From an optimization exercise on the open Yosys and OpenROAD flow, aimed at small area, a short achievable clock period and few clock cycles; shortcuts taken in it are not production practice. Function was checked by simulation only, so behaviour that the tests miss may differ from the original.

job 101:
==> flow/design.v <==
module firdec (
    input  wire        clk,
    input  wire        rst,           
    input  wire        coef_we,
    input  wire [4:0]  coef_addr,
    input  wire [23:0] coef_data,
    input  wire [5:0]  cfg_ntaps,     
    input  wire [4:0]  cfg_df,        
    input  wire        in_valid,
    input  wire [23:0] in_x,          
    output wire        in_ready,
    output reg         out_valid,
    output reg  [23:0] out_y,         
    output reg         out_sat
);
    localparam S_IDLE = 2'd0;
    localparam S_MAC  = 2'd1;
    localparam S_DONE = 2'd2;
    localparam S_WAIT = 2'd3;
    reg [1:0] state;
    reg [23:0] coef [0:31];
    reg [23:0] dl   [0:62];       
    reg [4:0]  phase;             
    reg [5:0]  tap;
    reg signed [55:0] acc;
    reg signed [23:0] ck_r, xk_r;
    reg signed [47:0] prod_r;
    reg               va, vb, fa, fb;
    reg [1:0]         wcnt;
    assign in_ready = (state == S_IDLE);
    wire accept = in_valid && in_ready;
    always @(posedge clk) begin
        if (rst && coef_we)
            coef[coef_addr] <= coef_data;
    end
    wire [5:0] last_tap = cfg_ntaps - 6'd1;
    wire [5:0] half     = {1'b0, last_tap[5:1]};
    wire [5:0] cidx     = (tap <= half) ? tap : (last_tap - tap);
    wire signed [23:0] ck = coef[cidx[4:0]];
    wire signed [23:0] xk = dl[tap];
    wire signed [47:0] prod = ck_r * xk_r;
    wire signed [55:0] acc_next = acc + prod_r;
    wire        neg     = acc[55];
    wire [55:0] mag     = neg ? (~acc + 56'd1) : acc;
    wire [55:0] mag_rnd = (mag + 56'd4194304) >> 23;
    wire        ovf_pos = !neg && (mag_rnd > 56'd8388607);
    wire        ovf_neg =  neg && (mag_rnd > 56'd8388608);
    wire [23:0] y_rnd   = neg ? (~mag_rnd[23:0] + 24'd1) : mag_rnd[23:0];
    always @(posedge clk) begin
        ck_r   <= ck;
        xk_r   <= xk;
        prod_r <= prod;
        va     <= (state == S_MAC) && !rst;
        vb     <= va && !rst;
        fa     <= (tap == 6'd0);
        fb     <= fa;
    end
    integer j;
    always @(posedge clk) begin
        if (vb && !rst)
            acc <= fb ? {{8{prod_r[47]}}, prod_r} : acc_next;
        if (rst) begin
            state     <= S_IDLE;
            phase     <= 5'd0;
            out_valid <= 1'b0;
            out_y     <= 24'd0;
            out_sat   <= 1'b0;
            for (j = 0; j < 63; j = j + 1)
                dl[j] <= 24'd0;
        end else begin
            out_valid <= 1'b0;
            case (state)
                S_IDLE: begin
                    if (accept) begin
                        dl[0] <= in_x;
                        for (j = 1; j < 63; j = j + 1)
                            dl[j] <= dl[j - 1];
                        if (phase + 5'd1 == cfg_df) begin
                            phase <= 5'd0;
                            tap   <= 6'd0;
                            state <= S_MAC;
                        end else begin
                            phase <= phase + 5'd1;
                        end
                    end
                end
                S_MAC: begin
                    tap <= tap + 6'd1;
                    wcnt <= 2'd0;
                    if (tap == last_tap)
                        state <= S_WAIT;
                end
                S_WAIT: begin
                    wcnt <= wcnt + 2'd1;
                    if (wcnt == 2'd2)
                        state <= S_DONE;
                end
                S_DONE: begin
                    out_valid <= 1'b1;
                    out_sat   <= ovf_pos || ovf_neg;
                    out_y     <= ovf_pos ? 24'h7fffff :
                                 ovf_neg ? 24'h800000 : y_rnd;
                    state     <= S_IDLE;
                end
                default: state <= S_IDLE;
            endcase
        end
    end
endmodule
clock: 16.0 ns
lec_check: 0
cap_margin: 20
core_margin: 2
core_utilization: 40
place_density: 0.6
slew_margin: 20
run.sh (not shown) runs the stock make flow with config.mk's settings and CLKGATE_MAP_FILE= SYNTH_SCRIPT=/design/flow/synth_recipe.tcl, a recipe that flattens the netlist after the stock synthesis.
Testbench counts of job 101, summed over its fixed seeds: cycles 115,208.
Relative to job 101, the following input files were edited for job 102:
==> flow/design.v <==
module firdec (
    input  wire        clk,
    input  wire        rst,           
    input  wire        coef_we,
    input  wire [4:0]  coef_addr,
    input  wire [23:0] coef_data,
    input  wire [5:0]  cfg_ntaps,     
    input  wire [4:0]  cfg_df,        
    input  wire        in_valid,
    input  wire [23:0] in_x,          
    output wire        in_ready,
    output reg         out_valid,
    output reg  [23:0] out_y,         
    output reg         out_sat
);
    localparam S_IDLE = 2'd0;
    localparam S_MAC  = 2'd1;
    localparam S_DONE = 2'd2;
    reg [1:0] state;
    reg [23:0] coef [0:31];
    reg [23:0] dl   [0:62];       
    reg [4:0]  phase;             
    reg [5:0]  tap;
    reg signed [55:0] acc;
    assign in_ready = (state == S_IDLE);
    wire accept = in_valid && in_ready;
    always @(posedge clk) begin
        if (rst && coef_we)
            coef[coef_addr] <= coef_data;
    end
    wire [5:0] last_tap = cfg_ntaps - 6'd1;
    wire [5:0] half     = {1'b0, last_tap[5:1]};
    wire [5:0] cidx     = (tap <= half) ? tap : (last_tap - tap);
    wire signed [23:0] ck = coef[cidx[4:0]];
    wire signed [23:0] xk = dl[tap];
    wire signed [47:0] prod = ck * xk;
    wire signed [55:0] acc_next = acc + prod;
    wire        neg     = acc[55];
    wire [55:0] mag     = neg ? (~acc + 56'd1) : acc;
    wire [55:0] mag_rnd = (mag + 56'd4194304) >> 23;
    wire        ovf_pos = !neg && (mag_rnd > 56'd8388607);
    wire        ovf_neg =  neg && (mag_rnd > 56'd8388608);
    wire [23:0] y_rnd   = neg ? (~mag_rnd[23:0] + 24'd1) : mag_rnd[23:0];
    integer j;
    always @(posedge clk) begin
        if (rst) begin
            state     <= S_IDLE;
            phase     <= 5'd0;
            out_valid <= 1'b0;
            out_y     <= 24'd0;
            out_sat   <= 1'b0;
            for (j = 0; j < 63; j = j + 1)
                dl[j] <= 24'd0;
        end else begin
            out_valid <= 1'b0;
            case (state)
                S_IDLE: begin
                    if (accept) begin
                        dl[0] <= in_x;
                        for (j = 1; j < 63; j = j + 1)
                            dl[j] <= dl[j - 1];
                        if (phase + 5'd1 == cfg_df) begin
                            phase <= 5'd0;
                            tap   <= 6'd0;
                            acc   <= 56'sd0;
                            state <= S_MAC;
                        end else begin
                            phase <= phase + 5'd1;
                        end
                    end
                end
                S_MAC: begin
                    acc <= acc_next;
                    tap <= tap + 6'd1;
                    if (tap == last_tap)
                        state <= S_DONE;
                end
                S_DONE: begin
                    out_valid <= 1'b1;
                    out_sat   <= ovf_pos || ovf_neg;
                    out_y     <= ovf_pos ? 24'h7fffff :
                                 ovf_neg ? 24'h800000 : y_rnd;
                    state     <= S_IDLE;
                end
                default: state <= S_IDLE;
            endcase
        end
    end
endmodule
==> results.txt <==
Routed length on met1 for job 102: 5.5% up relative to job 101
Job 102 ended up with compound AO/OA/AOI/OAI gates as its main combinational cell family by area after synthesis; job 101 ended up with simple AND/OR/NAND/NOR gates.
Final cell count without fillers, job 102 vs job 101: up by a few percent
| routed wire length | job 102 vs job 101 | 7.5% higher |
Total of plain and repair buffers excluding clock buffers: job 102 vs job 101 up 27%
Summary of job 102 over job 101: fraction of the mapped netlist area in compound gates higher, multiplexer fraction of the synthesized cell area now sits lower, count of clock tree sinks has decreased, number of cells traversed by the worst hold path +2.
When job 102 is set beside job 101, its final critical-path share of the clock period turns out to be 40 points larger.
From job 101 to job 102 the numbers moved as follows: ratio of cells with drive above 1 in the final layout lost 1.3 points; simple-gate share of the synthesized area neither gained nor lost much; minimum setup slack after placement lost 6210 ps.
Between job 101 and job 102, the flow reports final sequential cell count decreasing by a few percent.
Looking only at count of cell types in the netlist, and setting everything else aside, the higher value of job 102 and job 101 goes to job 101.
Testbench counts of job 102, summed over its fixed seeds: cycles 110,408.

[static timing again, ports no longer ideal]
No port has a modelled driver above. Below, the same layouts with a new extraction and two added sets of constraints.
Step 1 sets driving cells, clkbuf_16 on the clock port and buf_2 on the other inputs (assumed; they add their load-dependent delay and slew).
Step 2 adds t to the input delays and takes it off the output delays; t is the mean of the earliest and latest rising clock arrival at the registers after step 1. Input paths then give back, and output paths get back, about the clock's delay inside the block.
Slacks: ideal ports / drivers / drivers and shift; pairs: ideal ports / drivers.
| run | t (ns) | setup WS [ns] | worst setup path at the end | worst slew at a driven data input, ns |
|---|---|---|---|---|
| job 101 | 1.025 | 7.404 / 7.488 / 6.463 | input to register | 0.21 |
| job 102 | 0.941 | 1.005 / 1.071 / 0.130 | input to register | 0.22 |
After both steps every run listed still meets setup and hold. For job 101, which loses most, drivers alone change the setup slack by +0.084 ns; drivers and shift together by -0.941 ns.
